This design comes from an exercise in tuning for small area and a short achievable clock period on the open sky130 flow, not from production work. The RTL was checked by simulation tests, not by an equivalence proof against the original design. Power is estimated from default activity; no workload was simulated.

### flow/design.v
module mole_lane_rx (
    input  wire        clk,
    input  wire        rst,
    input  wire        in_valid,
    input  wire [1:0]  in_hdr,
    input  wire [63:0] in_data,
    output reg         out_valid,
    output reg  [1:0]  out_hdr,
    output reg  [63:0] out_data,
    output reg         sig_valid,
    output wire [7:0]  sig_code,
    output wire [39:0] sig_arg,
    output reg         frm_valid,
    output reg         frm_good,
    output reg  [1:0]  frm_class,
    output reg  [15:0] frm_seq,
    output reg  [6:0]  frm_dest,
    output reg  [6:0]  frm_words,
    output reg         aln_valid,
    output reg  [3:0]  aln_lane,
    output reg  [1:0]  aln_port,
    output reg  [15:0] aln_seq,
    output reg  [4:0]  aln_bip_errs,
    output reg  [15:0] cnt_block_err,
    output reg  [15:0] cnt_signal_bad,
    output reg  [15:0] cnt_crc_err,
    output reg  [15:0] cnt_bip_err,
    output reg         frozen,
    output reg         lane_drop
);
    localparam [7:0] T_IDLE  = 8'h1E;
    localparam [7:0] T_SIG   = 8'h2D;
    localparam [7:0] T_LINK  = 8'h33;
    localparam [7:0] T_ALIGN = 8'h4B;
    localparam [7:0] T_TRAIN = 8'h55;
    localparam [7:0] T_FSTA  = 8'h78;
    localparam [7:0] T_FEND  = 8'h87;
    localparam [31:0] FSTA_SEED = 32'hF0958FA1;
    reg  [57:0] hist;
    wire [121:0] ext = {in_data, hist};
    reg  [63:0] desc;
    integer k;
    always @(*) begin
        for (k = 0; k < 64; k = k + 1)
            desc[k] = ext[58 + k] ^ ext[58 + k - 39] ^ ext[k];
    end
    wire is_data  = (in_hdr == 2'b01);
    wire is_ctrl  = (in_hdr == 2'b10);
    wire hdr_bad  = !is_data && !is_ctrl;
    wire is_raw   = is_ctrl && (in_data[7:0] == T_ALIGN || in_data[7:0] == T_TRAIN);
    wire is_align = is_ctrl && (in_data[7:0] == T_ALIGN);
    wire [63:0] payload = is_raw ? in_data : desc;
    wire [7:0]  ctype   = desc[7:0];
    wire is_sctrl = is_ctrl && !is_raw;
    wire type_known = ctype == T_IDLE || ctype == T_SIG || ctype == T_LINK ||
                      ctype == T_FSTA || ctype == T_FEND;
    wire c_idle = is_sctrl && ctype == T_IDLE;
    wire c_sig  = is_sctrl && ctype == T_SIG;
    wire c_fsta = is_sctrl && ctype == T_FSTA;
    wire c_fend = is_sctrl && ctype == T_FEND;
    wire blk_err = hdr_bad || (is_sctrl && !type_known);
    reg  [15:0] bip;
    wire [15:0] bip_blk  = in_data[15:0] ^ in_data[31:16] ^ in_data[47:32] ^
                           in_data[63:48] ^ {14'b0, in_hdr};
    wire [15:0] bip_diff = bip ^ in_data[47:32];
    reg  [2:0]  bip_grp [0:3];
    reg  [2:0]  s1_bgrp [0:3];
    integer g;
    always @(*) begin
        for (g = 0; g < 4; g = g + 1)
            bip_grp[g] = {2'b0, bip_diff[4*g]} + {2'b0, bip_diff[4*g+1]} +
                         {2'b0, bip_diff[4*g+2]} + {2'b0, bip_diff[4*g+3]};
    end
    wire [3:0]  bip_p01 = s1_bgrp[0] + s1_bgrp[1];
    wire [3:0]  bip_p23 = s1_bgrp[2] + s1_bgrp[3];
    wire [4:0]  bip_pop = bip_p01 + bip_p23;
    reg s1_data, s1_idle, s1_sig, s1_fsta, s1_fend, s1_err;
    reg         in_frame;
    reg  [31:0] fcrc;
    reg  [6:0]  fcount;       
    reg  [47:0] last_msg;     
    reg  [2:0]  sig_dist;     
    reg         s2_sig_bad;   
    reg  [4:0]  bip_h1, bip_h2, bip_h3;
    reg  [11:0] win_blocks;
    reg  [11:0] win_idles;
    assign sig_code = last_msg[7:0];
    assign sig_arg  = last_msg[47:8];
    reg         s1_align;
    wire [63:0] p1 = out_data;
    wire fend_close = s1_fend && in_frame;
    wire in_frame_nx = s1_fsta ? 1'b1 : (s1_fend ? 1'b0 : in_frame);
    wire [7:0]  sig_syn;
    mole_lane_rx_crc8 u_crc8 (.p1(p1), .sig_syn(sig_syn));
    wire        sig_crc_ok = (sig_syn == 8'd0);
    wire        sig_dup    = (sig_dist <= 3'd4) && (p1[55:8] == last_msg);
    wire        sig_good   = s1_sig && sig_crc_ok;
    wire        sig_take   = sig_good && !sig_dup;
    wire [31:0] crc_in    = s1_fsta ? FSTA_SEED : fcrc;
    wire [31:0] crc_next;
    mole_lane_rx_crc32 u_crc32 (.crc_in(crc_in), .p1(p1), .crc_next(crc_next));
    wire        fend_good = (~fcrc == p1[39:8]) && (fcount == frm_words) &&
                            (frm_words != 7'd0) && (frm_words <= 7'd64);
    wire [6:0]  bip_sum4 = aln_bip_errs + bip_h1 + bip_h2 + bip_h3;
    wire [12:0] idles_now = win_idles + {11'b0, s1_idle};
    wire        s1_valid = out_valid;
    always @(posedge clk) begin
        out_hdr      <= in_hdr;
        out_data     <= payload;
        s1_bgrp[0]   <= bip_grp[0];
        s1_bgrp[1]   <= bip_grp[1];
        s1_bgrp[2]   <= bip_grp[2];
        s1_bgrp[3]   <= bip_grp[3];
        aln_bip_errs <= bip_pop;
        aln_lane     <= out_data[11:8];
        aln_port     <= out_data[13:12];
        aln_seq      <= out_data[31:16];
        if (s1_fsta) begin
            frm_class <= p1[9:8];
            frm_seq   <= p1[31:16];
            frm_words <= p1[38:32];
            frm_dest  <= p1[46:40];
        end
        if (s1_fsta || s1_data)
            fcrc <= crc_next;
        if (s1_fsta)
            fcount <= 7'd0;
        else if (s1_data && !(fcount[6] && fcount[0]))
            fcount <= fcount + 7'd1;
        if (sig_good)
            last_msg <= p1[55:8];
        if (rst) begin
            hist          <= 58'b0;
            bip           <= 16'b0;
            s1_align      <= 1'b0;
            out_valid     <= 1'b0;
            aln_valid     <= 1'b0;
            s1_data       <= 1'b0;
            s1_idle       <= 1'b0;
            s1_sig        <= 1'b0;
            s1_fsta       <= 1'b0;
            s1_fend       <= 1'b0;
            s1_err        <= 1'b0;
            sig_valid     <= 1'b0;
            frm_valid     <= 1'b0;
            frm_good      <= 1'b0;
            cnt_block_err <= 16'b0;
            cnt_signal_bad<= 16'b0;
            cnt_crc_err   <= 16'b0;
            cnt_bip_err   <= 16'b0;
            frozen        <= 1'b0;
            lane_drop     <= 1'b0;
            sig_dist      <= 3'd7;
            s2_sig_bad    <= 1'b0;
            in_frame      <= 1'b0;
            bip_h1        <= 5'b0;
            bip_h2        <= 5'b0;
            bip_h3        <= 5'b0;
            win_blocks    <= 12'b0;
            win_idles     <= 12'b0;
        end else begin
            out_valid <= in_valid;
            s1_align  <= in_valid && is_align;
            aln_valid <= s1_align;
            s1_data   <= in_valid && is_data;
            s1_idle   <= in_valid && c_idle;
            s1_sig    <= in_valid && c_sig;
            s1_fsta   <= in_valid && c_fsta;
            s1_fend   <= in_valid && c_fend;
            s1_err    <= in_valid && blk_err;
            if (in_valid) begin
                if (!is_raw)
                    hist <= in_data[63:6];
                if (is_align)
                    bip <= 16'b0;
                else
                    bip <= bip ^ bip_blk;
            end
            frm_valid <= (in_valid && c_fsta && in_frame_nx) || fend_close;
            frm_good  <= fend_close && fend_good;
            in_frame <= in_frame_nx;
            if (frm_valid && !frm_good)
                cnt_crc_err <= cnt_crc_err + 16'd1;
            if (s1_err)
                cnt_block_err <= cnt_block_err + 16'd1;
            sig_valid <= sig_take;
            if (sig_take)
                sig_dist <= 3'd1;
            else if (s1_valid && sig_dist != 3'd7)
                sig_dist <= sig_dist + 3'd1;
            s2_sig_bad <= s1_sig && !sig_crc_ok;
            if (s2_sig_bad)
                cnt_signal_bad <= cnt_signal_bad + 16'd1;
            if (aln_valid) begin
                cnt_bip_err <= cnt_bip_err + {11'b0, aln_bip_errs};
                if (bip_sum4 >= 7'd16)
                    lane_drop <= 1'b1;
                bip_h3 <= bip_h2;
                bip_h2 <= bip_h1;
                bip_h1 <= aln_bip_errs;
            end
            if (s1_valid) begin
                if (win_blocks == 12'd4095) begin
                    if (idles_now > 13'd3686)
                        frozen <= 1'b1;
                    else if (idles_now <= 13'd2048)
                        frozen <= 1'b0;
                    win_blocks <= 12'd0;
                    win_idles  <= 12'd0;
                end else begin
                    win_blocks <= win_blocks + 12'd1;
                    win_idles  <= idles_now[11:0];
                end
            end
        end
    end
endmodule
module mole_lane_rx_crc32 (
    input  wire [31:0] crc_in,
    input  wire [63:0] p1,
    output wire [31:0] crc_next
);
    wire [31:0] crc_t = crc_in ^ p1[31:0];
    wire crcx0 = crc_t[13] ^ crc_t[3];
    wire crcx1 = p1[32] ^ crc_t[11];
    wire crcx2 = p1[39] ^ crc_t[19];
    wire crcx3 = crc_t[16] ^ crc_t[6];
    wire crcx4 = crc_t[4] ^ crc_t[9];
    wire crcx5 = p1[35] ^ crc_t[12];
    wire crcx6 = p1[36] ^ p1[54];
    wire crcx7 = p1[34] ^ crc_t[5];
    wire crcx8 = p1[37] ^ crc_t[8];
    wire crcx9 = p1[55] ^ crc_t[30];
    wire crcx10 = p1[56] ^ crc_t[10];
    wire crcx11 = p1[46] ^ crc_t[7];
    wire crcx12 = crcx0 ^ p1[47];
    wire crcx13 = crc_t[1] ^ crc_t[14];
    wire crcx14 = crc_t[15] ^ crc_t[2];
    wire crcx15 = p1[38] ^ crc_t[18];
    wire crcx16 = p1[61] ^ crc_t[31];
    wire crcx17 = crcx2 ^ p1[51];
    wire crcx18 = crcx1 ^ p1[45];
    wire crcx19 = p1[50] ^ p1[57];
    wire crcx20 = p1[42] ^ p1[58];
    wire crcx21 = p1[43] ^ p1[59];
    wire crcx22 = p1[44] ^ p1[60];
    wire crcx23 = p1[40] ^ crc_t[20];
    wire crcx24 = p1[41] ^ crc_t[21];
    wire crcx25 = p1[52] ^ crc_t[25];
    wire crcx26 = p1[53] ^ crc_t[26];
    wire crcx27 = p1[63] ^ crc_t[17];
    wire crcx28 = crcx4 ^ p1[48];
    wire crcx29 = p1[49] ^ p1[62];
    wire crcx30 = crc_t[0] ^ crc_t[23];
    wire crcx31 = crc_t[24] ^ crc_t[27];
    wire crcx32 = crcx6 ^ crc_t[29];
    wire crcx33 = crcx3 ^ p1[33];
    wire crcx34 = crcx14 ^ crcx7;
    wire crcx35 = crcx20 ^ crc_t[22];
    wire crcx36 = crc_t[12] ^ crc_t[28];
    wire crcx37 = crcx29 ^ crc_t[5];
    wire crcx38 = crcx24 ^ crcx5;
    wire crcx39 = crcx8 ^ crc_t[22];
    wire crcx40 = crcx16 ^ crcx31;
    wire crcx41 = crcx27 ^ p1[62];
    wire crcx42 = crcx28 ^ crcx9;
    wire crcx43 = p1[33] ^ crc_t[11];
    wire crcx44 = crcx21 ^ crc_t[24];
    wire crcx45 = crcx11 ^ crcx13;
    wire crcx46 = crcx10 ^ crcx22;
    wire crcx47 = p1[36] ^ p1[39];
    wire crcx48 = p1[40] ^ p1[42];
    wire crcx49 = p1[56] ^ p1[60];
    wire crcx50 = p1[41] ^ p1[43];
    wire crcx51 = p1[57] ^ p1[61];
    wire crcx52 = p1[35] ^ p1[57];
    wire crcx53 = p1[47] ^ p1[63];
    wire crcx54 = p1[50] ^ p1[58];
    wire crcx55 = p1[51] ^ p1[59];
    wire crcx56 = crcx6 ^ crc_t[27];
    wire crcx57 = crcx47 ^ crc_t[31];
    wire crcx58 = p1[37] ^ crc_t[17];
    wire crcx59 = p1[49] ^ crc_t[4];
    wire crcx60 = p1[55] ^ crc_t[7];
    wire crcx61 = crc_t[18] ^ crc_t[28];
    wire crcx62 = crcx19 ^ crc_t[0];
    wire crcx63 = crc_t[13] ^ crc_t[2];
    wire crcx64 = p1[45] ^ crc_t[8];
    wire crcx65 = crcx19 ^ crc_t[25];
    wire crcx66 = p1[34] ^ crc_t[16];
    wire crcx67 = p1[54] ^ crc_t[29];
    wire crcx68 = crc_t[13] ^ crc_t[15];
    wire crcx69 = crcx13 ^ p1[38];
    wire crcx70 = crcx23 ^ crcx61;
    wire crcx71 = crcx0 ^ crcx15;
    wire crcx72 = crcx30 ^ crcx4;
    wire crcx73 = crcx35 ^ crcx63;
    wire crcx74 = crcx5 ^ crcx9;
    wire crcx75 = crcx8 ^ crc_t[21];
    wire crcx76 = crcx25 ^ crc_t[22];
    wire crcx77 = crcx15 ^ crcx37;
    wire crcx78 = crcx12 ^ crcx17;
    wire crcx79 = p1[32] ^ p1[44];
    wire crcx80 = p1[34] ^ p1[37];
    wire crcx81 = p1[39] ^ p1[48];
    wire crcx82 = crc_t[10] ^ crc_t[17];
    wire crcx83 = crcx51 ^ crc_t[20];
    wire crcx84 = p1[33] ^ crc_t[6];
    wire crcx85 = crcx20 ^ p1[44];
    wire crcx86 = crcx22 ^ p1[63];
    wire crcx87 = crc_t[25] ^ crc_t[3];
    wire crcx88 = crcx22 ^ p1[48];
    wire crcx89 = p1[41] ^ crc_t[26];
    wire crcx90 = crcx29 ^ p1[56];
    wire crcx91 = p1[43] ^ crc_t[28];
    wire crcx92 = crcx53 ^ crc_t[26];
    wire crcx93 = crcx54 ^ crc_t[2];
    wire crcx94 = p1[39] ^ crc_t[10];
    wire crcx95 = crcx55 ^ p1[46];
    wire crcx96 = crcx50 ^ crc_t[14];
    wire crcx97 = crcx81 ^ crc_t[24];
    wire crcx98 = p1[58] ^ crc_t[15];
    wire crcx99 = p1[60] ^ crc_t[6];
    wire crcx100 = crcx21 ^ crc_t[12];
    wire crcx101 = crcx19 ^ crc_t[8];
    wire crcx102 = crc_t[1] ^ crc_t[9];
    wire crcx103 = crc_t[14] ^ crc_t[21];
    wire crcx104 = crc_t[28] ^ crc_t[30];
    wire crcx105 = crcx1 ^ p1[35];
    wire crcx106 = crcx2 ^ p1[34];
    wire crcx107 = crcx23 ^ crcx82;
    wire crcx108 = crcx10 ^ crcx43;
    wire crcx109 = crcx58 ^ crcx59;
    wire crcx110 = crcx3 ^ crcx32;
    wire crcx111 = crcx7 ^ crc_t[1];
    wire crcx112 = crcx30 ^ crcx44;
    wire crcx113 = crcx3 ^ p1[53];
    wire crcx114 = crcx11 ^ crcx26;
    wire crcx115 = crcx24 ^ crc_t[23];
    wire crcx116 = crcx36 ^ crcx80;
    wire crcx117 = crcx25 ^ crcx66;
    wire crcx118 = crcx16 ^ crcx26;
    wire crcx119 = crcx67 ^ crc_t[16];
    wire crcx120 = crcx15 ^ crcx27;
    wire crcx121 = crcx35 ^ crcx60;
    wire crcx122 = crcx34 ^ crcx57;
    wire crcx123 = crcx38 ^ crcx70;
    wire crcx124 = crcx110 ^ crcx39;
    wire crcx125 = crcx72 ^ crcx73;
    wire crcx126 = crcx113 ^ crcx18;
    wire crcx127 = crcx18 ^ crcx34;
    wire crcx128 = crcx114 ^ crcx40;
    wire crcx129 = crcx12 ^ crcx14;
    wire crcx130 = crcx12 ^ crcx75;
    wire crcx131 = crcx28 ^ crcx41;
    wire crcx132 = crcx18 ^ crcx33;
    wire crcx133 = crcx17 ^ crcx33;
    wire crcx134 = crcx12 ^ crcx38;
    assign crc_next[0] = ^{crcx105, crcx106, crcx107, crcx33, crcx42, crcx56, crcx69, p1[52], p1[58], crc_t[3]};
    assign crc_next[1] = ^{crcx108, crcx109, crcx122, crcx123, crcx60, p1[53], p1[59], crc_t[0]};
    assign crc_next[2] = ^{crcx1, crcx111, crcx124, crcx38, crcx48, crcx49, crcx62, crcx71, crc_t[19]};
    assign crc_next[3] = ^{crcx125, crcx17, crcx50, crcx58, crcx69, crcx74, crcx83, crcx84, p1[36], crc_t[7]};
    assign crc_next[4] = ^{crcx10, crcx112, crcx122, crcx13, crcx23, crcx71, crcx75, crcx85, p1[52], p1[62], crc_t[7]};
    assign crc_next[5] = ^{crcx126, crcx14, crcx2, crcx24, crcx39, crcx4, crcx44, crcx52, crcx69, crcx86, crcx87, p1[40]};
    assign crc_next[6] = ^{crcx127, crcx45, crcx74, crcx76, crcx88, crcx89, p1[42], p1[61], crc_t[19], crc_t[23], crc_t[27], crc_t[6]};
    assign crc_next[7] = ^{crcx128, crcx129, crcx30, crcx33, crcx5, crcx64, crcx90, crcx91, p1[36], p1[42], crc_t[20]};
    assign crc_next[8] = ^{crcx130, crcx131, crcx31, crcx32, crcx45, crcx65, crcx66, crcx79, crcx91};
    assign crc_next[9] = ^{crcx124, crcx127, crcx17, crcx25, crcx70, crcx92, p1[44], p1[49], crc_t[1], crc_t[27], crc_t[3]};
    assign crc_next[10] = ^{crcx115, crcx116, crcx18, crcx26, crcx32, crcx45, crcx93, crcx94};
    assign crc_next[11] = ^{crcx129, crcx31, crcx39, crcx43, crcx48, crcx67, crcx74, crcx95, p1[38]};
    assign crc_next[12] = ^{crcx117, crcx12, crcx36, crcx42, crcx49, crcx57, crcx96, p1[38], crc_t[23]};
    assign crc_next[13] = ^{crcx10, crcx109, crcx118, crcx48, crcx52, crcx68, crcx79, crcx97, crc_t[14], crc_t[29], crc_t[5]};
    assign crc_next[14] = ^{crcx132, crcx56, crcx65, crcx77, crcx96, crcx98, p1[40], crc_t[30]};
    assign crc_next[15] = ^{crcx11, crcx116, crcx133, crcx27, crcx85, crcx89, p1[50], p1[55], p1[59], crc_t[15], crc_t[31]};
    assign crc_next[16] = ^{crcx108, crcx13, crcx20, crcx21, crcx32, crcx42, crcx64, crcx78, crcx99, crc_t[18], crc_t[7]};
    assign crc_next[17] = ^{crcx100, crcx11, crcx16, crcx23, crcx34, crcx42, crcx46, crcx8, p1[49], p1[52], p1[57], crc_t[0], crc_t[11], crc_t[14], crc_t[19]};
    assign crc_next[18] = ^{crcx101, crcx102, crcx126, crcx134, crcx16, crcx37, crcx46, crcx98, p1[38], crc_t[20]};
    assign crc_next[19] = ^{crcx103, crcx11, crcx131, crcx132, crcx55, crcx6, crcx62, crcx73, crcx94, p1[61], crc_t[12]};
    assign crc_next[20] = ^{crcx11, crcx17, crcx21, crcx28, crcx3, crcx39, crcx5, crcx53, crcx56, crcx68, crcx77, p1[32], p1[60], crc_t[20], crc_t[23], crc_t[30]};
    assign crc_next[21] = ^{crcx104, crcx105, crcx111, crcx130, crcx30, crcx40, crcx54, crcx59, crcx86, p1[54], crc_t[7]};
    assign crc_next[22] = ^{crcx107, crcx119, crcx17, crcx36, crcx40, crcx64, crcx7, crcx76, crcx93, p1[59], p1[62], crc_t[11], crc_t[3], crc_t[30]};
    assign crc_next[23] = ^{crcx0, crcx1, crcx123, crcx25, crcx26, crcx41, crcx72, crcx9, crcx95, crcx99, crc_t[29], crc_t[31]};
    assign crc_next[24] = ^{crcx118, crcx120, crcx121, crcx134, crcx23, crcx3, crcx49, crcx7, crcx97, crc_t[11], crc_t[29], crc_t[9]};
    assign crc_next[25] = ^{crcx100, crcx102, crcx115, crcx117, crcx121, crcx43, crcx71, crcx83, crcx90, crc_t[8]};
    assign crc_next[26] = ^{crcx101, crcx103, crcx106, crcx125, crcx26, crcx41, crcx44, crcx46, crcx5};
    assign crc_next[27] = ^{crcx112, crcx120, crcx133, crcx51, crcx68, crcx7, crcx76, crcx88, crcx9, p1[32], p1[45], crc_t[4]};
    assign crc_next[28] = ^{crcx128, crcx18, crcx42, crcx46, crcx6, crcx77, crcx87, crc_t[23]};
    assign crc_next[29] = ^{crcx10, crcx18, crcx2, crcx36, crcx37, crcx40, crcx65, crcx8, crcx84, crcx92, p1[46], p1[54], p1[55], crc_t[4]};
    assign crc_next[30] = ^{crcx10, crcx104, crcx25, crcx32, crcx41, crcx45, crcx5, crcx62, crcx78, crc_t[16], crc_t[26], crc_t[4], crc_t[5]};
    assign crc_next[31] = ^{crcx119, crcx15, crcx26, crcx34, crcx52, crcx78, crcx8, p1[32], p1[33], p1[63], crc_t[0], crc_t[10], crc_t[31], crc_t[9]};
endmodule
module mole_lane_rx_crc8 (
    input  wire [63:0] p1,
    output wire [7:0]  sig_syn
);
    wire sigx0 = p1[11] ^ p1[18];
    wire sigx1 = p1[13] ^ p1[30];
    wire sigx2 = p1[23] ^ p1[44];
    wire sigx3 = p1[28] ^ p1[32];
    wire sigx4 = p1[12] ^ p1[29];
    wire sigx5 = p1[14] ^ p1[33];
    wire sigx6 = p1[34] ^ p1[45];
    wire sigx7 = p1[46] ^ sigx1;
    wire sigx8 = p1[37] ^ p1[54];
    wire sigx9 = p1[20] ^ p1[47];
    wire sigx10 = p1[10] ^ p1[15];
    wire sigx11 = p1[39] ^ sigx0;
    wire sigx12 = p1[40] ^ sigx2;
    wire sigx13 = sigx3 ^ sigx8;
    wire sigx14 = p1[24] ^ sigx5;
    wire sigx15 = sigx4 ^ sigx6;
    wire sigx16 = p1[19] ^ sigx7;
    wire sigx17 = p1[31] ^ p1[35];
    wire sigx18 = p1[55] ^ p1[8];
    wire sigx19 = p1[16] ^ p1[36];
    wire sigx20 = p1[38] ^ p1[48];
    wire sigx21 = p1[41] ^ p1[49];
    wire sigx22 = p1[17] ^ p1[21];
    wire sigx23 = p1[25] ^ p1[50];
    wire sigx24 = p1[47] ^ p1[54];
    wire sigx25 = p1[15] ^ p1[22];
    wire sigx26 = p1[26] ^ p1[51];
    wire sigx27 = p1[27] ^ p1[52];
    wire sigx28 = p1[42] ^ p1[9];
    wire sigx29 = p1[43] ^ p1[53];
    wire sigx30 = sigx19 ^ sigx9;
    wire sigx31 = sigx10 ^ sigx24;
    wire sigx32 = sigx11 ^ sigx13;
    wire sigx33 = sigx12 ^ sigx17;
    wire sigx34 = sigx16 ^ sigx33;
    assign sig_syn[0] = ^{p1[34], p1[48], p1[56], sigx18, sigx32, sigx34};
    assign sig_syn[1] = ^{p1[57], p1[9], sigx14, sigx15, sigx2, sigx20, sigx21, sigx30, sigx32, sigx7};
    assign sig_syn[2] = ^{p1[28], p1[42], p1[45], p1[49], p1[58], sigx0, sigx12, sigx14, sigx20, sigx22, sigx23, sigx31, sigx4};
    assign sig_syn[3] = ^{p1[32], p1[43], p1[59], sigx11, sigx15, sigx16, sigx18, sigx21, sigx23, sigx25, sigx26};
    assign sig_syn[4] = ^{p1[12], p1[50], p1[60], sigx14, sigx26, sigx27, sigx28, sigx34, sigx9};
    assign sig_syn[5] = ^{p1[13], p1[14], p1[21], p1[25], p1[31], p1[41], p1[51], p1[61], p1[8], sigx10, sigx27, sigx29, sigx3, sigx30, sigx6};
    assign sig_syn[6] = ^{p1[11], p1[16], p1[26], p1[29], p1[35], p1[44], p1[46], p1[52], p1[53], p1[62], sigx13, sigx22, sigx25, sigx28, sigx5};
    assign sig_syn[7] = ^{p1[17], p1[18], p1[22], p1[23], p1[27], p1[30], p1[33], p1[36], p1[38], p1[55], p1[63], sigx15, sigx29, sigx31};
endmodule
### flow/flow/run.sh
#!/bin/bash
# Standard layout, with fast port buffers and a tighter setup target for
# timing repair. Each tool's output goes to the ORFS logs under orfs/logs;
# make's own output goes to flow_make.log.
set -euo pipefail
bash standard.sh "BUFFER_PORTS_ARGS=-buffer_cell sky130_fd_sc_hd__buf_2" SETUP_SLACK_MARGIN=5.8 finish > flow_make.log 2>&1
### flow/standard.sh
#!/bin/bash
# synth_recipe.tcl (not shown) runs the flow's synth.tcl, then flattens the netlist and writes it again
# the make line also repeats each setting of config.mk as NAME=value (left out here)
make -C /OpenROAD-flow-scripts/flow DESIGN_CONFIG=/design/flow/config.mk WORK_HOME=/design/flow/orfs CLKGATE_MAP_FILE= SYNTH_SCRIPT=/design/flow/synth_recipe.tcl "${@:-finish}"
### flow/config.mk
export PLATFORM = sky130hd
export DESIGN_NAME = mole_lane_rx
export DESIGN_NICKNAME = mole_lane_rx
export VERILOG_FILES = /design/flow/design.v
export SDC_FILE = /design/flow/constraint.sdc
export NUM_CORES = 4
export LEC_CHECK = 0
export CAP_MARGIN = 20
export CORE_MARGIN = 2
export CORE_UTILIZATION = 40
export SLEW_MARGIN = 20
### flow/constraint.sdc
create_clock -name core_clock -period 9.0 [get_ports {clk}]
set_input_delay 1.8000 -clock core_clock [delete_from_list [all_inputs] [get_ports {clk}]]
set_output_delay 1.8000 -clock core_clock [all_outputs]
set_load 0.01 [all_outputs]
==> results of run 1 <==
## worst reg2reg max path: stages (launching register included)
cell	delay, ns
dfxtp_4	0.57
buf_12	0.32
nor2b_1	0.18
xnor2_2	0.31
xor2_4	0.35
xor2_4	0.31
xor2_1	0.34
xor2_1	0.29
xnor2_1	0.15
## cells by family after synthesis
| kind of cell | after synthesis | synth area share (%) |
|---|---|---|
| xor gates and xnor gates | 963 | 37.83 |
| buffers and inverters | 157 | 2.918 |
| and+or+nand+nor | 603 | 11.37 |
| AOI/OAI and AO/OA | 120 | 2.849 |
| DFF | 420 | 40.18 |
| muxes | 29 | 1.229 |
| adders and majority gates | 56 | 3.619 |
## what timing repair did
item,in CTS,in global routing
setup endpoints to repair,197,133
gates cloned,2,1
pin swaps,3,4
hold buffers,0,0
setup buffers,5,13
gates resized for setup,90,25
## Yosys cell counts, types with 4 or more instances
cell type	count
o21ai_0	13
a21o_1	7
nand2b_1	5
xnor2_1	605
nand3_1	41
a22oi_1	6
fa_1	21
ha_1	35
xor2_1	304
nand4_1	21
inv_1	34
nor3_1	14
edfxtp_1	112
clkbuf_1	63
buf_1	7
and4_1	10
nand2_1	236
dfxtp_1	308
buf_4	5
buf_6	4
mux2i_1	28
nor2b_1	22
xnor3_1	12
buf_2	43
nor4_1	25
xnor2_2	21
nor2_1	193
nor4bb_1	4
and3_1	15
xor2_2	15
a31oi_1	4
a21oi_1	76
## cell usage in the layout (no fill, tap or decap), types with 37 or more instances in the layout
cell / Yosys / layout
nand3_1: 41 / 41
nor2_1: 193 / 191
nand2_1: 236 / 235
dfxtp_1: 308 / 251
dfxtp_4: 0 / 37
buf_2: 43 / 311
a21oi_1: 76 / 76
xnor2_1: 605 / 588
edfxtp_1: 112 / 112
clkbuf_16: 0 / 50
xor2_1: 304 / 299
## area by class of cell
type | instances | area [sq um] | share of cell area [%]
multi-input cells | 1774 | 13890 | 49.28
well taps | 773 | 967.2 | 3.430
clock inverters | 18 | 254.0 | 0.9008
clock buffers | 72 | 1374 | 4.872
inverters | 35 | 131.4 | 0.4659
flip-flops and latches | 420 | 9693 | 34.38
diodes | 2 | 5.005 | 0.01775
repair buffers | 342 | 1878 | 6.660
## path summary, 6_finish.rpt
check	start	end	slack (ns)	cells after the start
setup / recovery	out_data[60]$_DFF_P_	out_data[60]	5.81	1
hold / removal	s1_align$_SDFF_PP0_	aln_valid$_SDFF_PP0_	0.44	1
setup reg to reg	s1_fsta$_SDFF_PP0_	fcrc[31]$_DFFE_PP_	5.91	8
hold reg to reg	s1_align$_SDFF_PP0_	aln_valid$_SDFF_PP0_	0.44	1
## flip-flops by register name, summed over array words and instances, names as in the netlist, 4 cells and up
signal	count
frm_dest	7
cnt_block_err	16
cnt_signal_bad	16
bip_h1	5
out_data	64
win_idles	12
cnt_crc_err	16
bip_h3	5
aln_lane	4
aln_bip_errs	5
fcount	7
frm_seq	16
frm_words	7
bip_h2	5
s1_bgrp	12
aln_seq	16
hist	58
last_msg	48
fcrc	32
bip	16
cnt_bip_err	16
win_blocks	12
## power groups by stage
stage	sequential [W]	combinational [W]	clock, W
final	0.00329	0.00999	0.00203
after global routing	0.00331	0.0107	0.00214
after CTS	0.00328	0.00984	0.00206
after detailed placement	0.00330	0.00977	0
after global placement	0.00331	0.00969	0
after floorplan	0.00300	0.00779	0
## routing by layer
metal,vias up,share of wire [%],GRT usage [%]
met2,763,47,42.20
li1,8089,-,-
met3,193,7.8,4.996
met5,-,0.016,0
met4,2,5.3,13.88
met1,8662,40,33.98
## through the flow
step | util (%) | worst slack, ns
final | 47.96 | 5.811
after global routing | 47.95 | 5.798
after CTS | 47.46 | 5.717
after detailed placement | 44.13 | 4.768
after global placement | 44.12 | 4.797
after floorplan | - | 5.111
==> run summary, run 1 <==
total CTS buffers=48; critical path's slowest cell=dfxtp_2; clk sinks=420; largest net degree at the start of global routing=80; Yosys cell types=57; placed insts=3323; CP Max Fanout=6; Synth Warn #=3; core area=0.05880 sq mm; Die Area=0.06125 sq mm; drt via density=5.154; Die X=247.5 microns; Final nets=2746; Clk Tree Root Cell=clkbuf_16; top area cells in the synthesized netlist=dfxtp_1 26%, xnor2_1 22%, edfxtp_1 14%; Period minus WS final=3.189 ns; clk latency of the worst-skew pair=0.61 ns; effective utilization at floorplan=40.33%; Area Growth Syn to Fin=18.90%; I/O Buffers=312; Avg Synthesized Cell Area=10.10 sq um; detailed-route via count=17710; Pre-antenna DRT Iters=5; share of post-route cells with drive strength above 1=20.63%; sequential share of the synthesized area=40.18%; row count=89; Pleak=11.18 nW; Pwr Total=0.01532 W; Remaining DRCs=0; Clock power frac=13.3%; IO Count=313; crit-path max cell delay=0.57 ns; DR WL/cell=23.91 microns; Syn Inst Count=2348; # fillers=5541; Sequential Power Share=21.5%; Max Cap Viol=0; Finished Cell Area=0.02820 sq mm; CTS H-Tree Depth=2; combinational cell fraction of total power=65.2%; Die H=247.5 microns; Crit. End Element=primary output; Setup TNS=0 ns; CTS Buffer Depth=3; fin crit share=35.43%; Max Clock Skew=0.01793 ns; CP delay by family, top=flip-flops; Switching Share=42.54%; initial antenna violation count=3; hold slack=0.4355 ns; Pins Over Slew Limit=0; WP data required=7.20 ns; Synth top area share=26.00%; FF+latch count, synth=420; outcome=complete, no violations; prevailing post-synth register cell=dfxtp_1; slew at the pin closest to its max-slew limit=0.9398 ns; RD Place Congestion=0.9679; CP Data Arrival Time=1.39 ns; synthesized cell area=0.02372 sq mm; Hold Vio Cnt, Final=0; Max VDD drop=0.4440 mV; post-placement cell area=0.02595 sq mm; first-pass GRT wire length=116900 microns; fmax=0.3136 GHz; CTS tree=built; vias in the first global route=17480; Post-Route WL=82160 microns; P_sw=0.006515 W; syn_nets=2473; final setup fails=0; PwrDens=543.2 mW/mm^2; worst path cell trace=buf_2; gr ovfl total=0; Crit Path Class=reg -> out; Post-DP HPWL=61740 microns; Tot GR Track Use=26.43%; relative slew slack=37.35%; worst path buffer plus inverter count=1; unrepaired setup endpoints after global routing=false; share of async-settable or async-resettable flops after synthesis=0%; clk slew on worst S/H paths=0.06 ns; EDFF count, synth=112; area leader, netlist=dfxtp_1; Antenna Nets Post-Route=0; Hold Crit Class=reg -> reg; Internal=0.008801 W; crit start category=register; DRT iter0 DRCs=1613; Post-Layout Cell Count=3436
==> run 2: changes to the inputs <==
--- a/flow/config.mk
+++ b/flow/config.mk
@@ -10,2 +10,4 @@
 export CORE_UTILIZATION = 40
+export CTS_CLUSTER_DIAMETER = 150
+export CTS_CLUSTER_SIZE = 30
 export SLEW_MARGIN = 20
==> run summary, run 2 <==
outcome=complete, no violations (unchanged); RD Place Congestion=0.9679 (unchanged); most frequent cells in the layout=591 x xnor2_1, 311 x buf_2, 302 x xor2_1 (was 588 x xnor2_1, 311 x buf_2, 299 x xor2_1); sequential share of the synthesized area=40.18% (unchanged); CP delay by family, top=flip-flops (unchanged); CTS H-Tree Depth=1 (was 2); most frequent cell after synthesis=xnor2_1 (unchanged); area leader, netlist=dfxtp_1 (unchanged); IO Count=313 (unchanged); Setup TNS=0 ns (unchanged); Yosys cell types=57 (unchanged); CTS Buffer Depth=3 (unchanged); clk sinks=420 (unchanged); FF+latch count, synth=420 (unchanged); largest net degree at the start of global routing=80 (unchanged); Area Growth Syn to Fin=13.90% (was 18.90%); Syn Inst Count=2348 (unchanged); detailed-route via count=17330 (was 17710); worst path cell trace=buf_2 (unchanged); commonest non-fill, non-tap cell in the layout=xnor2_1 (unchanged); EDFF count, synth=112 (unchanged); WP data required=7.20 ns (about the same); Period minus WS final=3.193 ns (was 3.189 ns); Max Cap Viol=0 (unchanged); gr ovfl total=0 (unchanged); Synth top cells by count=605 x xnor2_1, 308 x dfxtp_1, 304 x xor2_1 (unchanged); row count=89 (unchanged); Tot GR Track Use=26.07% (was 26.43%); CTS tree=built (unchanged); Crit. End Element=primary output (unchanged); I/O Buffers=312 (unchanged); # fillers=5659 (was 5541); Die Area=0.06125 sq mm (unchanged); unrepaired setup endpoints after global routing=false (unchanged); Avg Synthesized Cell Area=10.10 sq um (unchanged); clk slew on worst S/H paths=0.11 ns (was 0.06 ns); Remaining DRCs=0 (unchanged); Max VDD drop=0.4399 mV (was 0.4440 mV); Synth top area share=26.00% (unchanged); Crit Path Class=reg -> out (unchanged); prevailing post-synth register cell=dfxtp_1 (unchanged); share of async-settable or async-resettable flops after synthesis=0% (unchanged); DRT iter0 DRCs=1642 (was 1613); syn_nets=2473 (unchanged); Largest Register=out_data (unchanged); vias in the first global route=17090 (was 17480); Die X=247.5 microns (unchanged); share of post-route cells with drive strength above 1=18.70% (was 20.63%); post-placement cell area=0.02595 sq mm (unchanged); setup ws final=5.807 ns (was 5.811 ns); Post-Route WL=81430 microns (was 82160 microns); effective utilization at floorplan=40.33% (unchanged); first-pass GRT wire length=115800 microns (was 116900 microns); top area cells in the synthesized netlist=dfxtp_1 26%, xnor2_1 22%, edfxtp_1 14% (unchanged); core area=0.05880 sq mm (unchanged); Post-DP HPWL=61740 microns (unchanged); PwrDens=527.7 mW/mm^2 (was 543.2 mW/mm^2); Pwr Total=0.01425 W (was 0.01532 W); clk latency of the worst-skew pair=0.57 ns (was 0.61 ns); Die H=247.5 microns (unchanged); CP Max Fanout=8 (was 6); Pleak=10.60 nW (was 11.18 nW); post-place setup slack=4.768 ns (unchanged); CP Data Arrival Time=1.39 ns (about the same); fin crit share=35.48% (was 35.43%); Pins Over Slew Limit=0 (unchanged); Hold Crit Class=reg -> reg (unchanged); Synth Warn #=3 (unchanged); post-layout util=45.94% (was 47.96%); initial antenna violation count=2 (was 3); Max Clock Skew=0.02228 ns (was 0.01793 ns); Final nets=2709 (was 2746); crit start category=register (unchanged); Finished Cell Area=0.02701 sq mm (was 0.02820 sq mm); critical path's slowest cell=dfxtp_2 (unchanged); crit-path max cell delay=0.62 ns (was 0.57 ns); Antenna Nets Post-Route=0 (unchanged); fmax=0.3132 GHz (was 0.3136 GHz); drt via density=5.143 (was 5.154); total CTS buffers=18 (was 48); relative slew slack=36.88% (was 37.35%); synthesized cell area=0.02372 sq mm (unchanged); DR WL/cell=24.17 microns (was 23.91 microns); Hold Vio Cnt, Final=0 (unchanged); Pre-antenna DRT Iters=5 (unchanged); final setup fails=0 (unchanged); Clk Tree Root Cell=clkbuf_16 (unchanged); slew at the pin closest to its max-slew limit=0.9468 ns (was 0.9398 ns); worst path buffer plus inverter count=1 (unchanged); Largest register FFs=64 (unchanged); largest registers=out_data: 64 flops, hist: 58 flops, last_msg: 48 flops (unchanged)
## run 2: cell types whose count changed in the layout (fill, tap and decap cells not counted), moves of 4 or more
cell / previous run / this run
clkbuf_1: 18 / 8
inv_6: 4 / 0
clkbuf_8: 4 / 0
bufinv_16: 4 / 0
buf_4: 21 / 13
clkbuf_16: 50 / 19
## run 2: what timing repair did
action,4_1_cts,5_1_grt
endpoints found under the hold margin,0,0
setup buffers,5,6
endpoints found under the setup margin,194,129
gates resized for setup,85,20
hold buffers,0,0
pin swaps,3,1
gates cloned,2,1
## run 2: layer usage
layer / global-route usage, % / vias to the layer above / share of wire (%)
met5: 0 / - / 0
met4: 12.43 / 0 / 5.1
met3: 4.379 / 163 / 7.4
met2: 41.96 / 686 / 46
met1: 34.09 / 8510 / 41
li1: - / 7967 / -
## run 2: power by group
| part | internal, W | switching (W) |
|---|---|---|
| Combinational | 0.00477 | 0.00514 |
| Sequential | 0.00277 | 0.000520 |
| Clock | 0.000407 | 0.000639 |
## run 2: final cells by class
class | instances | area (sq um) | share of cell area, %
Multi-Input combinational cell | 1774 | 13850 | 51.26
Sequential cell | 420 | 9684 | 35.85
Timing Repair Buffer | 335 | 1829 | 6.772
Tap cell | 773 | 967.2 | 3.581
Clock buffer | 27 | 505.5 | 1.871
Inverter | 35 | 131.4 | 0.4864
Clock inverter | 3 | 41.29 | 0.1529
Antenna cell | 2 | 5.005 | 0.01853
## run 2: cells by family (layout without fill, tap and decap cells)
kind of cell,count (synthesis),in the layout,synth area share (%)
flops,420,420,40.18
mux,29,29,1.229
other cells,0,2,0
fa+ha+maj,56,56,3.619
compound gates,120,120,2.849
buf+inv,157,400,2.918
xor+xnor,963,963,37.83
simple gates,603,606,11.37
## run 2: final timing paths
check                                 to  slack, ns  cells after the start                  from
setup / recovery            out_data[56]       5.81                      1  out_data[56]$_DFF_P_
hold / removal      aln_valid$_SDFF_PP0_       0.45                      1   s1_align$_SDFF_PP0_
setup reg to reg  last_msg[11]$_DFFE_PP_       5.93                      7  out_data[34]$_DFF_P_
hold reg to reg     aln_valid$_SDFF_PP0_       0.45                      1   s1_align$_SDFF_PP0_
## run 2: through the flow
stage | std cells | hold slack (ns)
after floorplan | 2348 | 0.3886
after global placement | 3323 | 0.4199
after detailed placement | 3323 | 0.4204
after CTS | 3360 | 0.4493
after global routing | 3367 | 0.4687
final | 3369 | 0.4488
==> run 3: changes to the inputs <==
--- a/flow/config.mk
+++ b/flow/config.mk
@@ -10,4 +10,4 @@
 export CORE_UTILIZATION = 40
-export CTS_CLUSTER_DIAMETER = 150
-export CTS_CLUSTER_SIZE = 30
+export CTS_CLUSTER_DIAMETER = 120
+export CTS_CLUSTER_SIZE = 24
 export SLEW_MARGIN = 20
==> run summary, run 3 <==
largest net degree at the start of global routing=80 (unchanged); crit start category=register (unchanged); CP Data Arrival Time=3.58 ns (was 1.39 ns); slew at the pin closest to its max-slew limit=0.9476 ns (was 0.9468 ns); top area cells in the synthesized netlist=dfxtp_1 26%, xnor2_1 22%, edfxtp_1 14% (unchanged); Die X=247.5 microns (unchanged); Synth Warn #=3 (unchanged); vias in the first global route=17180 (was 17090); clk slew on worst S/H paths=0.10 ns (was 0.11 ns); Pre-antenna DRT Iters=5 (unchanged); Synth top cells by count=605 x xnor2_1, 308 x dfxtp_1, 304 x xor2_1 (unchanged); PwrDens=530.3 mW/mm^2 (was 527.7 mW/mm^2); CTS Buffer Depth=3 (unchanged); commonest non-fill, non-tap cell in the layout=xnor2_1 (unchanged); syn_nets=2473 (unchanged); EDFF count, synth=112 (unchanged); Pins Over Slew Limit=0 (unchanged); core area=0.05880 sq mm (unchanged); first-pass GRT wire length=116200 microns (was 115800 microns); share of post-route cells with drive strength above 1=19.04% (was 18.70%); Largest Register=out_data (unchanged); row count=89 (unchanged); # diodes=0 (was 2); Crit. End Element=register (was primary output); Period minus WS final=3.197 ns (was 3.193 ns); Post-Layout Cell Count=3373 (was 3369); drt via density=5.154 (was 5.143); CTS tree=built (unchanged); Max Cap Viol=0 (unchanged); prevailing post-synth register cell=dfxtp_1 (unchanged); relative slew slack=36.37% (was 36.88%); Max Clock Skew=0.02244 ns (was 0.02228 ns); Antenna Nets Post-Route=0 (unchanged); Worst Reg-to-Reg Cells=8 (was 7); Yosys cell types=57 (unchanged); fmax=0.3127 GHz (was 0.3132 GHz); Pleak=10.67 nW (was 10.60 nW); largest registers=out_data: 64 flops, hist: 58 flops, last_msg: 48 flops (unchanged); WP data required=9.38 ns (was 7.20 ns); Crit Path Class=reg -> reg (was reg -> out); gr ovfl total=0 (unchanged); effective utilization at floorplan=40.33% (unchanged); DRT iter0 DRCs=1628 (was 1642); Max VDD drop=0.4470 mV (was 0.4399 mV); hold slack=0.4444 ns (was 0.4488 ns); area leader, netlist=dfxtp_1 (unchanged); initial antenna violation count=1 (was 2); Clock power frac=8.0% (was 7.3%); DR WL/cell=24.14 microns (was 24.17 microns); Largest register FFs=64 (unchanged); outcome=complete, no violations (unchanged); Tot GR Track Use=26.05% (was 26.07%); clk latency of the worst-skew pair=0.58 ns (was 0.57 ns); detailed-route via count=17380 (was 17330); CTS H-Tree Depth=1 (unchanged); clk sinks=420 (unchanged); RD Place Congestion=0.9679 (unchanged); Hold Crit Depth=1 (unchanged); IO Count=313 (unchanged); total CTS buffers=22 (was 18); Syn Inst Count=2348 (unchanged); Synth top area share=26.00% (unchanged); Post-Route WL=81430 microns (about the same); Post-DP HPWL=61740 microns (unchanged); post-layout util=46.18% (was 45.94%); Setup TNS=0 ns (unchanged); Internal=0.008066 W (was 0.007956 W); Area Growth Syn to Fin=14.50% (was 13.90%); Avg Synthesized Cell Area=10.10 sq um (unchanged); fin crit share=35.53% (was 35.48%); Hold Crit Class=reg -> reg (unchanged); sequential share of the synthesized area=40.18% (unchanged); Die Area=0.06125 sq mm (unchanged); placed insts=3323 (unchanged); combinational cell fraction of total power=69.2% (was 69.5%); most frequent cells in the layout=589 x xnor2_1, 311 x buf_2, 299 x xor2_1 (was 591 x xnor2_1, 311 x buf_2, 302 x xor2_1); final setup fails=0 (unchanged); Switching Share=43.98% (was 44.18%); CTS Hold Buffers Added=0 (unchanged); Die H=247.5 microns (unchanged); CP Max Fanout=52 (was 8); P_sw=0.006333 W (was 0.006297 W); I/O Buffers=312 (unchanged); Sequential Power Share=22.9% (was 23.1%); Final nets=2713 (was 2709); Remaining DRCs=0 (unchanged); most frequent cell after synthesis=xnor2_1 (unchanged); share of async-settable or async-resettable flops after synthesis=0% (unchanged); # fillers=5634 (was 5659); FF+latch count, synth=420 (unchanged); Hold Vio Cnt, Final=0 (unchanged); unrepaired setup endpoints after global routing=true (was false); Clk Tree Root Cell=clkbuf_16 (unchanged); synthesized cell area=0.02372 sq mm (unchanged)
==> run 3: power groups by stage <==
stage                     registers (W)  clock network (W)  logic, W
after floorplan                 0.00300                  0   0.00779
after global placement          0.00331                  0   0.00969
after detailed placement        0.00330                  0   0.00977
after CTS                       0.00328            0.00117   0.00984
after global routing            0.00331            0.00123    0.0106
final                           0.00330            0.00114   0.00996
==> run 3: path summary, 6_finish.rpt <==
| path | start | endpoint | slack (ns) |
|---|---|---|---|
| setup / recovery | s1_fsta$_SDFF_PP0_ | fcrc[13]$_DFFE_PP_ | 5.80 |
| hold / removal | s1_align$_SDFF_PP0_ | aln_valid$_SDFF_PP0_ | 0.44 |
| setup reg to reg | s1_fsta$_SDFF_PP0_ | fcrc[13]$_DFFE_PP_ | 5.80 |
| hold reg to reg | s1_align$_SDFF_PP0_ | aln_valid$_SDFF_PP0_ | 0.44 |
==> run 3: layout make-up <==
type                            count  area [sq um]  area share (%)
Clock inverter                      4         43.79          0.1613
Tap cell                          773         967.2           3.562
Clock buffer                       32         609.3           2.244
Sequential cell                   420          9682           35.66
Multi-Input combinational cell   1774         13900           51.18
Inverter                           35         131.4          0.4838
Timing Repair Buffer              335          1822           6.709
==> run 3: cells by family after synthesis <==
| family | Yosys count | synth area share [%] |
|---|---|---|
| compound gates | 120 | 2.849 |
| xor+xnor | 963 | 37.83 |
| fa+ha+maj | 56 | 3.619 |
| buf+inv | 157 | 2.918 |
| flops | 420 | 40.18 |
| mux | 29 | 1.229 |
| simple gates | 603 | 11.37 |
==> run 3: what timing repair did <==
| action | 4_1_cts | 5_1_grt |
|---|---|---|
| cloned | 2 | 1 |
| buffers inserted | 5 | 6 |
| pin swaps | 3 | 3 |
| endpoints found under the setup margin | 194 | 103 |
| resized for setup | 85 | 25 |
==> run 3: critical path, stage by stage, from the launching register on <==
cell     delay (ns)
dfxtp_4        0.59
buf_12         0.33
nor2_1         0.17
xnor2_4        0.38
xor2_4         0.37
xor2_1         0.13
xnor2_1        0.34
xnor3_1        0.36
xnor2_1        0.28
==> run 3: layer usage <==
layer | global-route usage (%) | up-vias | routed length [microns]
li1 | - | 7978 | -
met1 | 34.50 | 8573 | 33750
met2 | 43.02 | 677 | 38630
met3 | 3.590 | 156 | 5619
met4 | 10.23 | 0 | 3420
met5 | 0 | - | 0
==> run 3: stage by stage <==
| stage | setup slack, ns | total power, W | instance area, sq um |
|---|---|---|---|
| 2_1_floorplan | 5.111 | 0.01079 | 24120 |
| 3_3_place_gp | 4.797 | 0.01300 | 25940 |
| 3_5_place_dp | 4.768 | 0.01307 | 25950 |
| 4_1_cts | 5.787 | 0.01429 | 26910 |
| 5_1_grt | 5.745 | 0.01517 | 27150 |
| 6_report | 5.803 | 0.01440 | 27150 |
==> run 4: changes to the inputs <==
--- a/flow/config.mk
+++ b/flow/config.mk
@@ -9,5 +9,5 @@
 export CORE_MARGIN = 2
-export CORE_UTILIZATION = 40
-export CTS_CLUSTER_DIAMETER = 120
-export CTS_CLUSTER_SIZE = 24
+export CORE_UTILIZATION = 60
+export CTS_CLUSTER_DIAMETER = 140
+export CTS_CLUSTER_SIZE = 27
 export SLEW_MARGIN = 20
==> run summary, run 4 <==
combinational cell fraction of total power=69.3% (was 69.2%); Avg Synthesized Cell Area=10.10 sq um (unchanged); share of post-route cells with drive strength above 1=18.39% (was 19.04%); Sequential Area=0.009663 sq mm (was 0.009682 sq mm); Die Area=0.04113 sq mm (was 0.06125 sq mm); post-synthesis mux area share=1.229% (unchanged); setup ws final=5.817 ns (was 5.803 ns); drt via density=5.588 (was 5.154); Crit. End Element=register (unchanged); Sequential Power Share=23.3% (was 22.9%); total CTS buffers=19 (was 22); Final nets=2703 (was 2713); EDFF count, synth=112 (unchanged); outcome=complete, no violations (unchanged); fmax=0.3141 GHz (was 0.3127 GHz); I/O Buffers=312 (unchanged); CP Data Arrival Time=3.58 ns (about the same); post-place setup slack=4.634 ns (was 4.768 ns); Post-Synth Simple-Gate Area=11.37% (unchanged); Area Growth Syn to Fin=11.93% (was 14.50%); area leader, netlist=dfxtp_1 (unchanged); Max Cap Viol=0 (unchanged); Die X=202.8 microns (was 247.5 microns); fin crit share=35.37% (was 35.53%); Pre-antenna DRT Iters=6 (was 5); largest net degree at the start of global routing=113 (was 80); post-synthesis adder-cell area fraction=3.619% (unchanged); final setup fails=0 (unchanged); # diodes=0 (unchanged); unrepaired setup endpoints after global routing=true (unchanged); RD Place Congestion=1.073 (was 0.9679); Pins Over Slew Limit=0 (unchanged); CP Max Fanout=29 (was 52); Largest register FFs=64 (unchanged); most frequent cell after synthesis=xnor2_1 (unchanged); Synth top cells by count=605 x xnor2_1, 308 x dfxtp_1, 304 x xor2_1 (unchanged); Synth Area in Compound Gates=2.849% (unchanged); CTS H-Tree Depth=1 (unchanged); Period minus WS final=3.183 ns (was 3.197 ns); first-pass GRT wire length=106700 microns (was 116200 microns); relative slew slack=35.00% (was 36.37%); clk latency of the worst-skew pair=0.55 ns (was 0.58 ns); detailed-route via count=17360 (was 17380); Post-Route WL=73710 microns (was 81430 microns); Clk Tree Root Cell=clkbuf_16 (unchanged); Remaining DRCs=0 (unchanged); IO Count=313 (unchanged); Tot GR Track Use=35.21% (was 26.05%); Hold Vio Cnt, Final=0 (unchanged); PwrDens=529.2 mW/mm^2 (was 530.3 mW/mm^2); CTS Buffer Depth=3 (unchanged); Antenna Nets Post-Route=0 (unchanged); Max Clock Skew=0.02656 ns (was 0.02244 ns); clk slew on worst S/H paths=0.10 ns (about the same); synthesized cell area=0.02372 sq mm (unchanged); # fillers=3163 (was 5634); CTS tree=built (unchanged); gr ovfl total=0 (unchanged); DRT iter0 DRCs=1410 (was 1628); sequential share of the synthesized area=40.18% (unchanged); row count=72 (was 89); Hold Crit Depth=1 (unchanged); most frequent cells in the layout=590 x xnor2_1, 312 x buf_2, 303 x xor2_1 (was 589 x xnor2_1, 311 x buf_2, 299 x xor2_1); Hold Crit Class=reg -> reg (unchanged); share of async-settable or async-resettable flops after synthesis=0% (unchanged); Worst Reg-to-Reg Cells=9 (was 8); Internal=0.007924 W (was 0.008066 W); Setup TNS=0 ns (unchanged); core area=0.03883 sq mm (was 0.05880 sq mm); area of the multi-input gates=0.01378 sq mm (was 0.01390 sq mm); Synth Warn #=3 (unchanged); WP data required=9.40 ns (was 9.38 ns); slew at the pin closest to its max-slew limit=0.9661 ns (was 0.9476 ns); Post-DP HPWL=55390 microns (was 61740 microns); vias in the first global route=16880 (was 17180); P_sw=0.006123 W (was 0.006333 W); FF+latch count, synth=420 (unchanged); top area cells in the synthesized netlist=dfxtp_1 26%, xnor2_1 22%, edfxtp_1 14% (unchanged); Clock power frac=7.4% (was 8.0%); Pleak=10.56 nW (was 10.67 nW); Largest Register=out_data (unchanged); Synth top area share=26.00% (unchanged); initial antenna violation count=0 (was 1); Switching Share=43.59% (was 43.98%); Max VDD drop=0.5296 mV (was 0.4470 mV); largest family of logic cells by synthesized area=XOR/XNOR gates (unchanged); Yosys cell types=57 (unchanged); largest registers=out_data: 64 flops, hist: 58 flops, last_msg: 48 flops (unchanged); Syn Inst Count=2348 (unchanged); effective utilization at floorplan=61.08% (was 40.33%); Die H=202.8 microns (was 247.5 microns); DR WL/cell=23.72 microns (was 24.14 microns); clk sinks=420 (unchanged); Crit Path Class=in -> reg (was reg -> reg); crit start category=input port (was register); syn_nets=2473 (unchanged); prevailing post-synth register cell=dfxtp_1 (unchanged); Post-Synth XOR/XNOR Area=37.83% (unchanged); commonest non-fill, non-tap cell in the layout=xnor2_1 (unchanged)
==> run 4: cell counts after synthesis <==
Identical to the previous run, type by type.
==> run 4: cell families (layout without fill, tap and decap cells) <==
| logic type | after synthesis | count (layout) |
|---|---|---|
| AND/OR/NAND/NOR | 603 | 606 |
| flip-flops | 420 | 420 |
| AO/OA/AOI/OAI | 120 | 120 |
| adder cells (fa/ha/maj) | 56 | 56 |
| multiplexers | 29 | 29 |
| buffers and inverters | 157 | 395 |
| XOR/XNOR | 963 | 963 |
==> run 4: repair_timing <==
action | CTS | global route
setup buffers | 3 | 3
endpoints found under the setup margin | 211 | 103
cloned | 2 | 1
resized for setup | 63 | 28
hold buffers | 0 | 0
pin swaps | 2 | 3
==> run 4: critical path: stages <==
cell and delay (ns):
buf_2 0.23, nor4bb_1 0.10, o21ai_2 0.44, or2_4 0.42, nand2_4 0.31, nand2_1 0.18, a21oi_1 0.08
==> run 4: cell type report <==
| cell class | instances | area share [%] |
|---|---|---|
| Clock buffer | 29 | 2.013 |
| Sequential cell | 420 | 36.40 |
| Multi-Input combinational cell | 1774 | 51.93 |
| Clock inverter | 3 | 0.1320 |
| Tap cell | 518 | 2.442 |
| Inverter | 35 | 0.4949 |
| Timing Repair Buffer | 328 | 6.585 |
==> run 4: metrics by stage <==
step	instance area [sq um]	util (%)	total power, W	hold slack, ns	cells
4_1_cts	26350	67.87	0.01400	0.4560	3103
5_1_grt	26540	68.36	0.01477	0.4787	3107
3_5_place_dp	25600	65.94	0.01300	0.4318	3066
3_3_place_gp	25600	65.93	0.01285	0.4246	3065
6_report	26540	68.36	0.01405	0.4524	3107
2_1_floorplan	24120	-	0.01079	0.3886	2348
==> run 4: path summary, 6_finish.rpt <==
kind                                     startpoint                    end  slack, ns
worst min register to register  s1_align$_SDFF_PP0_   aln_valid$_SDFF_PP0_       0.45
worst max register to register   s1_fsta$_SDFF_PP0_     fcrc[30]$_DFFE_PP_       5.83
worst max-delay path                     in_data[4]  hist[17]$_SDFFE_PP0P_       5.82
worst min-delay path            s1_align$_SDFF_PP0_   aln_valid$_SDFF_PP0_       0.45
==> run 4: power groups by stage <==
stage                     clock network (W)  registers [W]  logic, W
after global routing                0.00111        0.00328    0.0104
after floorplan                           0        0.00300   0.00779
after detailed placement                  0        0.00328   0.00972
after CTS                           0.00105        0.00325   0.00970
final                               0.00103        0.00327   0.00974
after global placement                    0        0.00328   0.00957
==> run 4: per-layer routing <==
layer	global-route usage (%)	up-vias	share of wire, %	wire, microns
met3	5.939	196	8.7	6414
met1	45.72	8361	39	29020
met2	56.45	850	46	33730
li1	-	7954	-	-
met5	0	-	0	0
met4	18.82	0	6.2	4543
==> run 5: changes to the inputs <==
--- a/flow/flow/run.sh
+++ b/flow/flow/run.sh
@@ -5,2 +5,2 @@
 set -euo pipefail
-bash standard.sh "BUFFER_PORTS_ARGS=-buffer_cell sky130_fd_sc_hd__buf_2" SETUP_SLACK_MARGIN=5.8 finish > flow_make.log 2>&1
+bash standard.sh "BUFFER_PORTS_ARGS=-buffer_cell sky130_fd_sc_hd__buf_2" SETUP_SLACK_MARGIN=6.2 finish > flow_make.log 2>&1
--- a/flow/config.mk
+++ b/flow/config.mk
@@ -9,5 +9,3 @@
 export CORE_MARGIN = 2
-export CORE_UTILIZATION = 60
-export CTS_CLUSTER_DIAMETER = 140
-export CTS_CLUSTER_SIZE = 27
+export CORE_UTILIZATION = 40
 export SLEW_MARGIN = 20
==> run summary, run 5 <==
prevailing post-synth register cell=dfxtp_1 (unchanged); Largest Register=out_data (unchanged); metal3 WL=8260 microns (was 6414 microns); Crit. End Element=primary output (was register); Hold Vio Cnt, Final=0 (unchanged); Post-DP HPWL=63100 microns (was 55390 microns); synthesized cell area=0.02372 sq mm (unchanged); fin crit share=34.71% (was 35.37%); top area cells in the synthesized netlist=dfxtp_1 26%, xnor2_1 22%, edfxtp_1 14% (unchanged); initial antenna violation count=1 (was 0); Synth Warn #=3 (unchanged); RD Place Congestion=0.9736 (was 1.073); outcome=complete, no violations (unchanged); sequential share of the synthesized area=40.18% (unchanged); Die X=247.5 microns (was 202.8 microns); critical path's slowest cell=edfxtp_1 (was o21ai_2); CTS Buffer Depth=3 (unchanged); # diodes=0 (unchanged); Avg Synthesized Cell Area=10.10 sq um (unchanged); syn_nets=2473 (unchanged); max layer used=met4 (unchanged); CTS Hold Buffers Added=0 (unchanged); relative slew slack=33.93% (was 35.00%); Setup TNS=0 ns (unchanged); r2r setup slk=6.01 ns (was 5.83 ns); metal2 WL=44090 microns (was 33730 microns); post-layout util=57.25% (was 68.36%); PwrDens=488.7 mW/mm^2 (was 529.2 mW/mm^2); most frequent cells in the layout=546 x xnor2_1, 307 x buf_4, 277 x xor2_1 (was 590 x xnor2_1, 312 x buf_2, 303 x xor2_1); post-placement cell area=0.02647 sq mm (was 0.02560 sq mm); slew at the pin closest to its max-slew limit=0.9910 ns (was 0.9661 ns); Crit Path Class=reg -> out (was in -> reg); WHS Endpoint=aln_valid$_SDFF_PP0_ (unchanged); area of the multi-input gates=0.01528 sq mm (was 0.01378 sq mm); first-pass GRT wire length=131000 microns (was 106700 microns); hold slack=0.4386 ns (was 0.4524 ns); CP delay by family, top=flip-flops (was simple AND/OR/NAND/NOR gates); EDFF count, synth=112 (unchanged); fmax=0.3201 GHz (was 0.3141 GHz); area leader, netlist=dfxtp_1 (unchanged); final setup fails=0 (unchanged); Synth top area share=26.00% (unchanged); Yosys cell types=57 (unchanged); effective utilization at floorplan=40.33% (was 61.08%); most frequent cell after synthesis=xnor2_1 (unchanged); clk sinks=420 (unchanged); CP Max Fanout=2 (was 29); Max Cap Viol=0 (unchanged); Largest register FFs=64 (unchanged); WP data required=7.20 ns (was 9.40 ns); Die Area=0.06125 sq mm (was 0.04113 sq mm); Antenna Nets Post-Route=0 (unchanged); Finished Cell Area=0.03366 sq mm (was 0.02654 sq mm); gr ovfl total=0 (unchanged); Period minus WS final=3.124 ns (was 3.183 ns); Pins Over Slew Limit=0 (unchanged); unrepaired setup endpoints after global routing=true (unchanged); Max VDD drop=0.4569 mV (was 0.5296 mV); row count=89 (was 72); share of async-settable or async-resettable flops after synthesis=0% (unchanged); worst path buffer plus inverter count=1 (unchanged); largest net degree at the start of global routing=101 (was 113); clk slew on worst S/H paths=0.06 ns (was 0.10 ns); Hold Crit Class=reg -> reg (unchanged); total CTS buffers=46 (was 19); Clk Tree Root Cell=clkbuf_16 (unchanged); Hold Crit Depth=1 (unchanged); share of post-route cells with drive strength above 1=37.94% (was 18.39%); Max Clock Skew=0.02390 ns (was 0.02656 ns); Sequential Area=0.009923 sq mm (was 0.009663 sq mm); Tot GR Track Use=29.79% (was 35.21%); Die H=247.5 microns (was 202.8 microns); vias in the first global route=19030 (was 16880); Remaining DRCs=0 (unchanged); DRT iter0 DRCs=1692 (was 1410); Pre-antenna DRT Iters=6 (unchanged); detailed-route via count=19470 (was 17360); IO Count=313 (unchanged); I/O Buffers=312 (unchanged); DR WL/cell=25.27 microns (was 23.72 microns); FF+latch count, synth=420 (unchanged); drt via density=5.192 (was 5.588); # fillers=4932 (was 3163); Final nets=3063 (was 2703); RR Startpoint=out_data[30]$_DFF_P_ (was s1_fsta$_SDFF_PP0_); Worst Reg-to-Reg Cells=10 (was 9); clk latency of the worst-skew pair=0.61 ns (was 0.55 ns); CTS tree=built (unchanged); Syn Inst Count=2348 (unchanged); reg-to-reg endpoint=last_msg[22]$_DFFE_PP_ (was fcrc[30]$_DFFE_PP_); CTS H-Tree Depth=2 (was 1); Pleak=13.57 nW (was 10.56 nW); Area Growth Syn to Fin=41.95% (was 11.93%); CP Data Arrival Time=1.32 ns (was 3.58 ns); Post-Route WL=94740 microns (was 73710 microns); M1 WL=36560 microns (was 29020 microns); core area=0.05880 sq mm (was 0.03883 sq mm); commonest non-fill, non-tap cell in the layout=xnor2_1 (unchanged); worst path cell trace=buf_2 (was buf_2, nor4bb_1, o21ai_2, or2_4, nand2_4, nand2_1, a21oi_1); Synth top cells by count=605 x xnor2_1, 308 x dfxtp_1, 304 x xor2_1 (unchanged); crit-path max cell delay=0.52 ns (was 0.44 ns); Worst Min Path Start=s1_align$_SDFF_PP0_ (unchanged); crit start category=register (was input port); largest registers=out_data: 64 flops, hist: 58 flops, last_msg: 48 flops (unchanged)
run 5: cell counts after synthesis:
No cell type changed its count.
run 5: cell type report:
| cell class | instances | area share [%] |
|---|---|---|
| timing repair buffer | 658 | 17.23 |
| multi-input combinational | 1777 | 45.38 |
| inverter | 35 | 0.3903 |
| clock inverter | 27 | 0.9032 |
| sequential | 420 | 29.48 |
| clock buffer | 59 | 3.743 |
| tap | 773 | 2.873 |
run 5: cells by family after synthesis:
group           synth area share, %
mux                           1.229
simple gates                  11.37
fa+ha+maj                     3.619
buf+inv                       2.918
flops                         40.18
compound gates                2.849
xor+xnor                      37.83
run 5: stage by stage:
stage                     worst slack [ns]  power [W]  std cells
after floorplan                      5.111    0.01085       2348
after global placement               4.604    0.01318       3320
after detailed placement             4.603    0.01325       3320
after CTS                            5.877    0.01604       3667
after global routing                 5.826    0.01716       3749
final                                5.876    0.01645       3749
run 5: where the power goes:
part	internal [W]	switching [W]	total [W]
Sequential	0.00278	0.000375	0.00316
Clock	0.00112	0.000865	0.00198
Combinational	0.00548	0.00583	0.0113
run 5: how the worst max path moves through the flow:
stage / start / to / depth (start not counted)
floorplan: out_data[32]$_DFF_P_ / last_msg[0]$_DFFE_PP_ / 8
global placement: out_data[26]$_DFF_P_ / last_msg[11]$_DFFE_PP_ / 8
detailed placement: out_data[26]$_DFF_P_ / last_msg[10]$_DFFE_PP_ / 8
CTS: last_msg[43]$_DFFE_PP_ / sig_arg[35] / 1
global route: last_msg[43]$_DFFE_PP_ / sig_arg[35] / 1
finish: last_msg[14]$_DFFE_PP_ / sig_arg[6] / 1
run 5: routing by layer:
layer | global-route usage, % | up-vias
met5 | 0 | -
met4 | 16.33 | 0
met3 | 4.877 | 261
met2 | 47.88 | 949
met1 | 38.26 | 9568
li1 | - | 8688
run 5: worst reg2reg max path: stages (launching register included):
cell and delay (ns):
dfxtp_4 0.36, buf_6 0.13, xnor2_2 0.15, xnor2_2 0.23
xor3_2 0.40, xnor3_2 0.43, mux2i_4 0.24, nor4_4 0.30
buf_6 0.18, buf_4 0.13, buf_12 0.13
run 5: timing repair:
action / 4_1_cts / 5_1_grt
gates resized for setup: 487 / 138
setup buffers: 254 / 72
pin swaps: 18 / 36
endpoints found under the hold margin: 0 / 0
cloned: 7 / 10
setup endpoints to repair: 550 / 450

-- separate check: timing with driven ports --
No port has a modelled driver above. Below, the same layouts with a new extraction and two added sets of constraints. Step 1 (the two cells are an assumption about what drives the block):
set clk [get_ports {clk}]
set_driving_cell -lib_cell sky130_fd_sc_hd__clkbuf_16 $clk
set_driving_cell -lib_cell sky130_fd_sc_hd__buf_2 [delete_from_list [all_inputs] $clk]
Step 2 moves the port delays by t, midway between the first and last clock arrival at a register: inputs arrive t later, outputs are due t later. That takes back most of the time a late clock gives input paths. a / b / c = ideal ports / drivers / drivers and shift; a / b = the first two.
run | t, ns | setup slack, ns | worst hold slack (ns) | latest minus earliest clock arrival (ns) | cell pins on the clock port's net
run 1 | 0.656 | 5.811 / 5.750 / 5.220 | 0.436 / 0.436 / 0.436 | 0.019 / 0.020 | 1
run 2 | 0.619 | 5.807 / 5.748 / 5.341 | 0.449 / 0.449 / 0.449 | 0.023 / 0.022 | 1
run 3 | 0.625 | 5.803 / 5.764 / 5.327 | 0.444 / 0.444 / 0.444 | 0.027 / 0.026 | 1
run 4 | 0.601 | 5.817 / 5.758 / 5.250 | 0.452 / 0.452 / 0.452 | 0.027 / 0.027 | 1
run 5 | 0.670 | 5.876 / 5.809 / 5.446 | 0.439 / 0.439 / 0.439 | 0.024 / 0.024 | 1
After both steps setup and hold are still met in every run listed. For run 1, which loses most, drivers alone change the setup slack by -0.061 ns; drivers and shift together by -0.591 ns.
